What follows belongs to an exercise in optimizing a design on an open flow for small area, a short achievable clock period and few clock cycles; a production flow would make more cautious choices. In this exercise RTL edits were held to simulation tests only and were not proved equivalent to the original.

Setup of before:
## anvil_gcm
module anvil_gcm (
    input  wire         clk,
    input  wire         rst,
    input  wire         start,
    input  wire [255:0] key,
    input  wire         key_256,
    input  wire [95:0]  iv,
    input  wire         decrypt,
    output reg          idle,
    input  wire         in_valid,
    output reg          in_ready,
    input  wire [127:0] in_data,
    input  wire         in_aad,
    input  wire [4:0]   in_bytes,
    input  wire         in_last,
    output reg          out_valid,
    output reg  [127:0] out_data,
    output reg          tag_valid,
    output wire [127:0] tag
);
    localparam integer BATCH = 30;      
    localparam integer GSTEPS = 8;      
    reg [255:0] key_r;
    reg         k256_r;
    reg [95:0]  iv_r;
    reg         dec_r;
    reg [127:0] h_r;
    reg [127:0] ej0_r;
    reg [13:0]  len_a;           
    reg [13:0]  len_c;           
    wire acc_start = start & idle;
    wire acc_in    = in_valid & in_ready;
    reg  [4:0]  bc;              
    reg         batch0;          
    reg  [10:0] cb;              
    reg         ld_a;            
    reg         ld0, ld1;        
    reg         at28, at29;      
    reg         k_adv;           
    reg         k_ld;            
    reg  [3:0]  kstep;           
    wire [4:0]  bc_n   = (acc_start | (bc == BATCH - 1)) ? 5'd0 : bc + 5'd1;
    wire        k256_n = acc_start ? key_256 : k256_r;
    wire [4:0]  l0_n   = k256_n ? 5'd0 : 5'd8;           
    wire [4:0]  rel_n  = bc_n - l0_n;
    wire [127:0] rk;
    aes_keysched u_ks (
        .clk(clk), .load(acc_start | k_ld), .key(acc_start ? key : key_r),
        .adv(k_adv & ~acc_start), .mode256(k256_r), .step(kstep), .rk(rk)
    );
    wire [10:0] c_a1 = cb + 11'd1;
    wire [10:0] c_b0 = cb + 11'd2;
  ...
export LEC_CHECK = 0
export CAP_MARGIN = 20
export CORE_MARGIN = 2
export CORE_UTILIZATION = 30
export SLEW_MARGIN = 20
create_clock -name core_clock -period 12.0 [get_ports {clk}]
standard.sh (not shown) runs the stock make flow with config.mk's settings and CLKGATE_MAP_FILE= SYNTH_SCRIPT=/design/flow/synth_recipe.tcl, a recipe that flattens the netlist after the stock synthesis.
==> flow/flow/run.sh <==
#!/bin/bash
set -euo pipefail
bash standard.sh SETUP_SLACK_MARGIN=8 finish > standard.log 2>&1
| before | all stages done | FAIL | antenna rules |
Testbench counts of before, summed over its fixed seeds: cycles 63,521.
Changes in after relative to before:
==> flow/run.sh (new file) <==
#!/bin/bash
# synth_recipe.tcl (not shown) runs the flow's synth.tcl, then flattens the netlist and writes it again
# the make line also repeats each setting of config.mk as NAME=value (left out here)
make -C /OpenROAD-flow-scripts/flow DESIGN_CONFIG=/design/flow/config.mk WORK_HOME=/design/flow/orfs CLKGATE_MAP_FILE= SYNTH_SCRIPT=/design/flow/synth_recipe.tcl finish
removed: flow/flow/run.sh
removed: flow/standard.sh
Going from before to after, relative area change from synthesis to final layout shrinks by 3.5 points. Of after and before, the higher core utilization of the finished layout belongs to before. after reached the final stage; the timing, DRC and antenna checks on its layout passed. Insertion delay of the later-clocked pin in the worst-skew pair: after < before. after ended up with a lower aggregate routed wire length than before did. The worst setup path startpoint comes out z[88]$_DFFE_PN_ in one run and start in the other, namely in before and after respectively.

* * *

anvil_gcm, a different RTL version from the one above (not shown whole).
For scale: about 22000 cells after synthesis.
clock: 12.0 ns
lec_check: 0
cap_margin: 40
core_margin: 2
core_utilization: 55
slew_margin: 40
==> flow/flow/run.sh <==
#!/bin/bash
set -euo pipefail
here=$(pwd)
rm -rf "$here/scripts"
cp -r "$FLOW_HOME/scripts" "$here/scripts"
cp "$here/flow/abc_map.script" "$here/scripts/abc_speed.script"
bash standard.sh SCRIPTS_DIR="$here/scripts" SETUP_SLACK_MARGIN=8.2 finish \
    > standard.log 2>&1
==> flow/flow/abc_map.script <==
strash
ifraig
scorr
dc2
strash
&get -n
&dch -f
&nf
&put
The baseline went through all stages and came out clean.
Testbench counts at the start, summed over its fixed seeds: cycles 42,398.
Rerun with:
==> flow/flow/run.sh (replaced) <==
#!/bin/bash
set -euo pipefail
here=$(pwd)
rm -rf "$here/scripts"
cp -r "$FLOW_HOME/scripts" "$here/scripts"
cp "$here/flow/abc_map.script" "$here/scripts/abc_speed.script"
bash standard.sh SCRIPTS_DIR="$here/scripts" SETUP_SLACK_MARGIN=8.0 finish \
    > standard.log 2>&1
--- a/flow/config.mk
+++ b/flow/config.mk
@@ -8,4 +8,4 @@
 export CAP_MARGIN = 40
 export CORE_MARGIN = 2
-export CORE_UTILIZATION = 55
+export CORE_UTILIZATION = 62
 export SLEW_MARGIN = 40
The changed run finished clean.
Sequential share of layout area climbs by 0.61 points.
Critical path depth increases by 9.
Wire length goes up by 0.76%.
First-iteration DRC count increases by 17%.
Synthesized cell count stays the same.
Global-route usage rises by 6.2 points.
Die area goes down by 11%.
Clock skew is lower by 0.016 ns.
Rerun with:
==> flow/flow/run.sh (replaced) <==
#!/bin/bash
set -euo pipefail
here=$(pwd)
rm -rf "$here/scripts"
cp -r "$FLOW_HOME/scripts" "$here/scripts"
cp "$here/flow/abc_map.script" "$here/scripts/abc_speed.script"
bash standard.sh SCRIPTS_DIR="$here/scripts" SETUP_SLACK_MARGIN=7.8 finish \
    > standard.log 2>&1
--- a/flow/config.mk
+++ b/flow/config.mk
@@ -8,4 +8,4 @@
 export CAP_MARGIN = 40
 export CORE_MARGIN = 2
-export CORE_UTILIZATION = 62
+export CORE_UTILIZATION = 55
 export SLEW_MARGIN = 40
The new run completed with no timing, DRC or antenna violations.
Global-route usage is lower by 6.8 points.
Cell area falls by about 1.6%.
Clock-buffer cell count increases by 18.
Sequential share of layout area is higher by 0.42 points.

* * *

== job 9858 ==
Another version of the RTL of anvil_gcm (not shown whole).
Size in the first run: roughly 2,700 flip-flops, about 750 I/O pins, about 180,000 sq um of cells after synthesis.
export LEC_CHECK = 0
export CAP_MARGIN = 20
export CORE_MARGIN = 2
export CORE_UTILIZATION = 55
export SLEW_MARGIN = 20
create_clock -name core_clock -period 12.0 [get_ports {clk}]
==> flow/flow/run.sh <==
#!/bin/bash
set -euo pipefail
bash standard.sh SETUP_SLACK_MARGIN=8.2 MAX_REPAIR_ANTENNAS_ITER_DRT=10 finish > standard.log 2>&1
Looking at the reports, job 9858 completed the entire flow and the layout it produced met the timing, DRC and antenna checks.
Testbench counts of job 9858, summed over its fixed seeds: cycles 62,200.
> inputs changed (job 9858 -> job 8959)
==> flow/flow/run.sh <==
#!/bin/bash
set -euo pipefail
here=$(pwd)
rm -rf "$here/scripts"
cp -r "$FLOW_HOME/scripts" "$here/scripts"
cp "$here/flow/abc_map.script" "$here/scripts/abc_speed.script"
bash standard.sh SCRIPTS_DIR="$here/scripts" SETUP_SLACK_MARGIN=8.2 \
    MAX_REPAIR_ANTENNAS_ITER_DRT=10 finish > standard.log 2>&1
==> flow/flow/abc_map.script (new file) <==
strash
ifraig
scorr
dc2
strash
&get -n
&dch -f
&nf
&put
Notes after the runs:
Worst setup slack was higher in job 9858 than in job 8959. Routed wire length in job 8959 vs job 9858: down about 13%. Relative to job 9858, the via count of job 8959 is lower by 13%. Time the worst path needs with I/O delays and setup: job 8959 worse than job 9858. Against job 9858, job 8959 comes in about 18% lower on amount of wire on met3 after detailed routing. When the final numbers for job 9858 and job 8959 were put side by side, the largest incremental delay on the critical path turned out to be greater in job 8959. Post-detailed-placement half-perimeter wirelength: job 8959 vs job 9858 down 75 mm.

[afterwards: timing with drivers on the ports]
The flow's constraints put no driver on any port. The routed layouts listed below were extracted and timed again, unchanged, in two steps.
Step 1 assumes that a clkbuf_16 drives the clock port and a buf_2 every other input.
Step 2 adds t to the input delays and takes it off the output delays; t is the mean of the earliest and latest rising clock arrival at the registers after step 1. Input paths then give back, and output paths get back, about the clock's delay inside the block.
Slacks: ideal ports / drivers / drivers and shift; pairs: ideal ports / drivers.
| run | t, ns | setup slack, ns | worst setup path at the end | pins driven straight from the clock port |
|---|---|---|---|---|
| before | 1.134 | 7.776 / 7.641 / 6.917 | input to register | 1 |
| after | 1.117 | 6.368 / 6.468 / 5.350 | input to register | 1 |
| the first run of note 2 | 1.135 | 7.880 / 7.784 / 7.150 | input to register | 1 |
| the second run of note 2 | 1.137 | 7.819 / 7.816 / 6.905 | input to register | 1 |
| the third run of note 2 | 1.141 | 7.576 / 7.576 / 6.687 | input to register | 1 |
| job 9858 | 1.052 | 7.965 / 7.850 / 7.213 | input to register | 1 |
| job 8959 | 1.040 | 7.813 / 7.703 / 7.248 | input to register | 1 |
For after, which loses most, drivers alone change the setup slack by +0.100 ns; drivers and shift together by -1.018 ns.
